From an optimization exercise on the open Yosys and OpenROAD flow, aimed at small area, a short achievable clock period and few clock cycles per item; shortcuts taken in it are not production practice.
The RTL was checked by simulation tests, not by an equivalence proof against the original design.

==> flow/design.v <==
module i2c_scale (
    input  wire         clk,
    input  wire         rst_n,       
    input  wire         in_valid,
    output wire         in_ready,
    input  wire [127:0] buffer,      
    input  wire [31:0]  extract,     
    input  wire [31:0]  gain,        
    input  wire [31:0]  offset,      
    output reg          out_valid,
    output reg  [31:0]  out_value
);
    assign in_ready = 1'b1;
    function automatic [31:0] round_f32(input sgn, input [63:0] s, input signed [11:0] x);
        reg [6:0]  lz;
        reg [63:0] sn;
        reg signed [11:0] b;
        reg [6:0]  sh;
        reg signed [11:0] t;
        reg        st_sh;
        reg [23:0] mant;
        reg        g, st, up;
        reg [7:0]  bf;
        integer    k;
        begin
            if (s == 64'd0) begin
                round_f32 = {sgn, 31'd0};
            end else begin
                lz = 7'd0;
                for (k = 0; k < 64; k = k + 1)
                    if (s[k]) lz = 7'd63 - k[6:0];
                sn = s << lz;
                b  = x - $signed({5'd0, lz}) + 12'sd63 + 12'sd127;
                st_sh = 1'b0;
                if (b < 12'sd1) begin
                    t  = 12'sd1 - b;
                    sh = (t > 12'sd64) ? 7'd64 : t[6:0];
                    for (k = 0; k < 64; k = k + 1)
                        if (k < sh && sn[k]) st_sh = 1'b1;
                    sn = (sh >= 7'd64) ? 64'd0 : (sn >> sh);
                    bf = 8'd0;
                end else begin
                    bf = b[7:0];
                end
                mant = sn[63:40];
                g    = sn[39];
                st   = (|sn[38:0]) | st_sh;
                up   = g & (st | mant[0]);
                round_f32 = {sgn, {bf, mant[22:0]} + {30'd0, up}};
            end
        end
    endfunction
    wire        x_bad    = ({1'b0, extract[31:28]} + {3'd0, extract[27:26]} > 5'd15) ||
                           (extract[18:13] > 6'd32) || (extract[12:0] != 13'd0);
    wire [31:0] ex       = x_bad ? 32'd0 : extract;
    wire [3:0]  x_off    = ex[31:28];
    wire [1:0]  x_width  = ex[27:26];      
    wire        x_big    = ex[25];
    wire        x_signed = ex[24];
    wire [4:0]  x_shift  = ex[23:19];
    wire [5:0]  x_bits   = ex[18:13];
    reg [31:0] assembled;
    reg [31:0] shifted;
    reg [6:0]  kept;            
    reg [6:0]  top;             
    reg [32:0] raw;             
    integer j;
    always @(*) begin
        assembled = 32'd0;
        for (j = 0; j < 4; j = j + 1) begin
            if (j <= x_width) begin
                if (x_big)
                    assembled = assembled | ({24'd0, buffer[8*(x_off + j) +: 8]} << (8 * (x_width - j)));
                else
                    assembled = assembled | ({24'd0, buffer[8*(x_off + j) +: 8]} << (8 * j));
            end
        end
        shifted = assembled >> x_shift;
        if (x_bits != 6'd0)
            kept = {1'b0, x_bits};
        else if ({2'b0, x_width, 3'd0} + 7'd8 > {2'd0, x_shift})
            kept = {2'b0, x_width, 3'd0} + 7'd8 - {2'd0, x_shift};
        else
            kept = 7'd0;
        top = kept - 7'd1;
        raw = 33'd0;
        for (j = 0; j < 32; j = j + 1)
            if (j < kept) raw[j] = shifted[j];
        if (x_signed && kept != 7'd0 && shifted[top[4:0]])
            for (j = 0; j < 33; j = j + 1)
                if (j >= kept) raw[j] = 1'b1;
    end
    localparam [30:0] F32_1E9 = 31'h4E6E6B28;
    wire [31:0] g_in = (gain[30:0]   > F32_1E9) ? 32'h3F800000 : gain;
    wire [31:0] o_in = (offset[30:0] > F32_1E9) ? 32'h00000000 : offset;
    wire        r_sgn = raw[32];
    wire [32:0] r_mag = r_sgn ? (33'd0 - raw) : raw;
    wire [31:0] rawf  = round_f32(r_sgn, {31'd0, r_mag}, 12'sd0);
    wire        g_sgn  = g_in[31];
    wire [7:0]  g_exp  = (g_in[30:23] == 8'd0) ? 8'd1 : g_in[30:23];
    wire [23:0] g_man  = {g_in[30:23] != 8'd0, g_in[22:0]};
    wire        rf_sgn = rawf[31];
    wire [7:0]  rf_exp = (rawf[30:23] == 8'd0) ? 8'd1 : rawf[30:23];
    wire [23:0] rf_man = {rawf[30:23] != 8'd0, rawf[22:0]};
    wire [47:0] p_man  = g_man * rf_man;
    wire signed [11:0] p_x = $signed({4'd0, g_exp}) + $signed({4'd0, rf_exp}) - 12'sd300;
    wire [31:0] prod   = round_f32(g_sgn ^ rf_sgn, {16'd0, p_man}, p_x);
    wire        a_is_p = prod[30:0] >= o_in[30:0];
    wire [31:0] fa     = a_is_p ? prod : o_in;
    wire [31:0] fb     = a_is_p ? o_in : prod;
    wire [7:0]  a_exp  = (fa[30:23] == 8'd0) ? 8'd1 : fa[30:23];
    wire [7:0]  b_exp  = (fb[30:23] == 8'd0) ? 8'd1 : fb[30:23];
    wire [23:0] a_man  = {fa[30:23] != 8'd0, fa[22:0]};
    wire [23:0] b_man  = {fb[30:23] != 8'd0, fb[22:0]};
    wire [7:0]  d      = a_exp - b_exp;
    wire [49:0] a_al   = {a_man, 26'd0};
    wire [49:0] b_full = {b_man, 26'd0};
    wire [49:0] b_sh   = (d >= 8'd50) ? 50'd0 : (b_full >> d);
    wire        b_st   = (d >= 8'd50) ? (b_man != 24'd0) : ((b_sh << d) != b_full);
    wire [49:0] b_al   = b_sh | {49'd0, b_st};
    wire        sub    = fa[31] ^ fb[31];
    wire [50:0] s_man  = sub ? ({1'b0, a_al} - {1'b0, b_al}) : ({1'b0, a_al} + {1'b0, b_al});
    wire signed [11:0] s_x = $signed({4'd0, a_exp}) - 12'sd176;
    wire        z_sgn  = (fa[31] == fb[31]) ? fa[31] : 1'b0;
    wire [31:0] sum    = (s_man == 51'd0) ? {z_sgn, 31'd0}
                                          : round_f32(fa[31], {13'd0, s_man}, s_x);
    always @(posedge clk) begin
        if (!rst_n) begin
            out_valid <= 1'b0;
            out_value <= 32'd0;
        end else begin
            out_valid <= in_valid;
            if (in_valid) out_value <= sum;
        end
    end
endmodule
==> flow/run.sh <==
#!/bin/bash
# synth_recipe.tcl (not shown) runs the flow's synth.tcl, then flattens the netlist and writes it again
# the make line also repeats each setting of config.mk as NAME=value (left out here)
make -C /OpenROAD-flow-scripts/flow DESIGN_CONFIG=/design/flow/config.mk WORK_HOME=/design/flow/orfs CLKGATE_MAP_FILE= SYNTH_SCRIPT=/design/flow/synth_recipe.tcl finish
==> flow/config.mk <==
export PLATFORM = sky130hd
export DESIGN_NAME = i2c_scale
export DESIGN_NICKNAME = i2c_scale
export VERILOG_FILES = /design/flow/design.v
export SDC_FILE = /design/flow/constraint.sdc
export NUM_CORES = 8
export LEC_CHECK = 0
export CAP_MARGIN = 20
export CORE_MARGIN = 2
export CORE_UTILIZATION = 40
export PLACE_DENSITY = 0.6
export SLEW_MARGIN = 20
==> flow/constraint.sdc <==
create_clock -name core_clock -period 90.0 [get_ports {clk}]
set_input_delay 18.0000 -clock core_clock [delete_from_list [all_inputs] [get_ports {clk}]]
set_output_delay 18.0000 -clock core_clock [all_outputs]
set_load 0.01 [all_outputs]
==> results by group <==
Outcome
  • Outcome: complete, no violations

Setup path
  • Critical path's slowest cell: nor4b_4
  • Number of cells traversed by the worst register-to-register path: 4
  • Worst setup path start: extract[26]
  • Category of the critical setup timing path: in -> reg
  • CP peak stage delay: between 1000 and 1500 ps
  • Worst path depth: approximately 220
  • Highest net fanout along the worst path: between 70 and 80
  • Kind of end point of the critical path: register
  • Data arrival, critical path: between 80000 and 90000 ps
  • Flop2flop setup slack: roughly 89000 ps
  • Reg-to-Reg Start: out_value[0]
  • Kind of start point of the critical path: primary input
  • Worst path buffer plus inverter count: 34
  • Critical path required time: 90140 ps
  • Most prevalent standard cell on the critical path: a21oi_1
  • Crit Reg-Reg Endpoint: out_value[0]
  • Cell family with the largest share of critical-path delay: simple AND/OR/NAND/NOR gates
  • Last element of the critical path: out_value[30]

Die
  • Core area: ~190000 µm²
  • Height of the die: roughly 440 µm
  • Placement Rows: 160
  • DIE AREA: between 150000 and 200000 µm²
  • Initial standard-cell utilization of the core: between 40 and 50%
  • Die width: 442 µm
  • I/O pin cnt: ~260

STA
  • FMAX: between 10 and 15 MHz
  • Final max-slew violation count: 0
  • Final setup fails: 0
  • Setup TNS: 0 ps
  • Relative max-transition margin: under 10%
  • Crit share post-route: 93.9%
  • Final hold violations: 0
  • RSZ-0062 raised after global routing: no
  • Worst-case clock skew: 0 ps
  • Least setup slack across all paths after layout: 5460 ps
  • Min Clock Period, post-route: around 85000 ps
  • Tightest Pin Transition: roughly 1400 ps

Detailed routing
  • Average vias per placed instance: around 7.7
  • Antenna Violating Nets Remaining: 0
  • Number of optimization iterations in the first detailed-route pass: 10
  • Number of DRC violations after detailed-routing iteration 0: 19500
  • Routed vias: about 110k
  • Routed wire length: ~500000 µm
  • Number of design rule violations left after detail routing: 0
  • Wire length per cell: 36.8 µm

Clock network
  • CTS Buf Count: 5
  • Sink count of the clock tree: 33
  • Maximum buffer depth of the clock tree: 2
  • Post-CTS setup buffer count: 0
  • Hold-fix buffers, CTS: 0
  • Post-CTS sizing: 0
  • Depth of the CTS H-tree: 2
  • CTS clk-pin slew, worst paths: 60 ps
  • Clock latency of the later-clocked register in the worst-skew pair: roughly 290 ps
  • CTS tree: yes
  • Clock root cell: clkbuf_16

GRT
  • GRT met2 Usage: 71.7%
  • Vias in the first global route: approximately 100000
  • Gr ovfl total: 0
  • First-pass GRT wire length: between 700000 and 800000 µm
  • Number of antenna violations at the first check in global routing: 26
  • GRT Max-Usage Layer: met2
  • Global router's overall resource usage: 49.5%
  • Met1 demand-to-capacity share in global routing: approximately three fifths
  • Pin count of the biggest net entering global routing: 86
  • Fraction of met3 tracks used by global routing: between 10% and 20%

Yosys
  • Count of state elements after synthesis: 33
  • Async set-reset flop share out of synthesis: 0%
  • Top post-synthesis cells by area: fa_1, nand2_1, nor2_1, ha_1, a21oi_1
  • Synth Warn #: 1
  • EDFF count, synth: 0
  • Cell type with the highest aggregate area in the netlist: fa_1
  • Area share of the leading cell type in the synthesized netlist: about an eighth
  • Synthesized instance count: about 11000
  • Number of unique standard cell types used by synthesis: ~140
  • Synthesized area: 76600 µm²
  • Synth Net Count: 12500
  • Average instance area after synthesis: approximately 6.7 µm²
  • Most used DFF post-synth: dfxtp_1
  • Part of the Yosys area used for sequential elements: less than 1%

Finish
  • Final-layout fill cell count: about 20000
  • Number of non-filler instances in the completed layout: 13800
  • Share of cells above drive strength 1: just over 8%
  • Nets: 12300
  • Area growth, synth to finish: 8.41%
  • Sequential Area: between 600 and 700 µm²
  • Area used by multi-input combinational logic: around 71000 µm²

Place
  • Global placer's final weighted congestion: ~1.1
  • DP Cell Count: around 14000
  • HPWL after DPL: approximately 400000 µm
  • PortBufs: 259
  • Setup slack at placement: ~8400 ps

Worst hold path
  • Cell depth of the worst min-delay path: 2
  • HP Class: reg -> reg

Flow run
  • MaxCap Viol Count: 0
layout make-up:
type                       count  area share (%)
clock buffer                   6           0.167
multi-input combinational   9999            85.6
tap                         2511            3.78
clock inverter                 1         0.00904
sequential                    33           0.795
antenna                       22          0.0663
timing repair buffer         685            6.98
inverter                     574            2.59
metal layers:
metal,vias to the layer above,share of wire [%],routed length [µm]
met5,-,0.033,167
met4,18,11,55700
met3,2812,13,68400
met2,9997,40,204000
met1,50400,36,181000
li1,43000,-,-
sequential cells by signal, summed over array words and instances (netlist names):
signal / count
out_valid: 1
out_value: 32
logic make-up after synthesis:
family / synth area share [%]
compound gates: 36.1
xor+xnor: 3.05
fa+ha+maj: 18.1
buf+inv: 7.44
flops: 0.862
mux: 5.16
other cells: 0.00489
simple gates: 29.3
tightest hold or removal path, cell delays in order, from the launching register on:
cell and delay, ps:
dfxtp_1 310, nand2_1 50, o21ai_1 50
cell usage after synthesis, types with 127 or more instances:
library cell and n:
xnor2_1 176, o211ai_1 179, clkbuf_1 576, nand4_1 197, o31ai_1 134, nand3_1 408, inv_1 544, a21oi_1 720
nor4_1 185, nor2_1 1136, o221ai_1 127, a31oi_1 163, o22ai_1 148, a211oi_1 169, nand2_1 1521, fa_1 489
ha_1 325, o21ai_1 157, nor3_1 403, and2_1 201, mux2i_1 219, o21ai_0 509
placed cells by master (no fill, tap or decap), types with 65 or more instances in the layout:
cell type / synthesis / layout
o22ai_1: 148 / 148
nand3_1: 408 / 406
o221ai_1: 127 / 125
inv_1: 544 / 544
mux2i_1: 219 / 217
o2111ai_1: 99 / 99
fa_1: 489 / 488
nor4_1: 185 / 176
o21ai_1: 157 / 164
or3_1: 93 / 93
a21oi_1: 720 / 714
a211oi_1: 169 / 168
o31ai_1: 134 / 131
xor2_1: 85 / 73
nand4_1: 197 / 197
o21a_1: 68 / 68
o21bai_1: 65 / 65
o211ai_1: 179 / 179
nand2_1: 1521 / 1514
nand2b_1: 98 / 97
a21o_1: 120 / 119
a32oi_1: 81 / 80
o21ai_0: 509 / 499
clkdlybuf4s50_1: 0 / 256
a2111oi_0: 84 / 76
a22oi_1: 105 / 105
xnor2_1: 176 / 161
buf_4: 31 / 419
nor2_1: 1136 / 1115
nor3_1: 403 / 396
and3_1: 92 / 92
a31oi_1: 163 / 159
and2_1: 201 / 199
a221oi_1: 95 / 95
ha_1: 325 / 323
mux2_2: 82 / 82
through the flow:
| step | hold slack [ps] | utilization [%] | cell area, µm² |
|---|---|---|---|
| after floorplan | 470 | - | 76600 |
| after global placement | 437 | 43.4 | 82600 |
| after detailed placement | 438 | 43.5 | 82700 |
| after CTS | 446 | 43.6 | 82800 |
| after global routing | 472 | 43.7 | 83000 |
| final | 445 | 43.7 | 83100 |
worst min-delay path by stage:
stage	start	to	slack [ps]
floorplan	out_value[30]	out_value[30]	470
global placement	out_value[7]	out_value[7]	440
detailed placement	out_value[9]	out_value[9]	440
CTS	out_value[9]	out_value[9]	450
global route	out_value[17]	out_value[17]	470
finish	out_value[9]	out_value[9]	450
Testbench counts, summed over its fixed seeds: cycles 160,008, items 160,000.

[separate check: timing with driven ports]
The results above use ideal ports. As a check the final layout listed here was re-extracted and re-timed, cells and wires unchanged.
Step 1: set_driving_cell puts a clkbuf_16 on clk and a buf_2 on each other input, an assumption about the parent block.
Step 2 moves the port delays by t, midway between the first and last clock arrival at a register: inputs arrive t later, outputs are due t later. That takes back most of the time a late clock gives input paths.
Three values: ideal ports, drivers, drivers and shift; two values: the first two.
shift t [ns]: 0.312
setup slack, ns: 5.456 / 5.457 / 5.145
worst slew at a driven data input, ns: 0.27
After both steps this run still meets setup and hold. For this run, drivers alone change the setup slack by +0.001 ns; drivers and shift together by -0.311 ns.
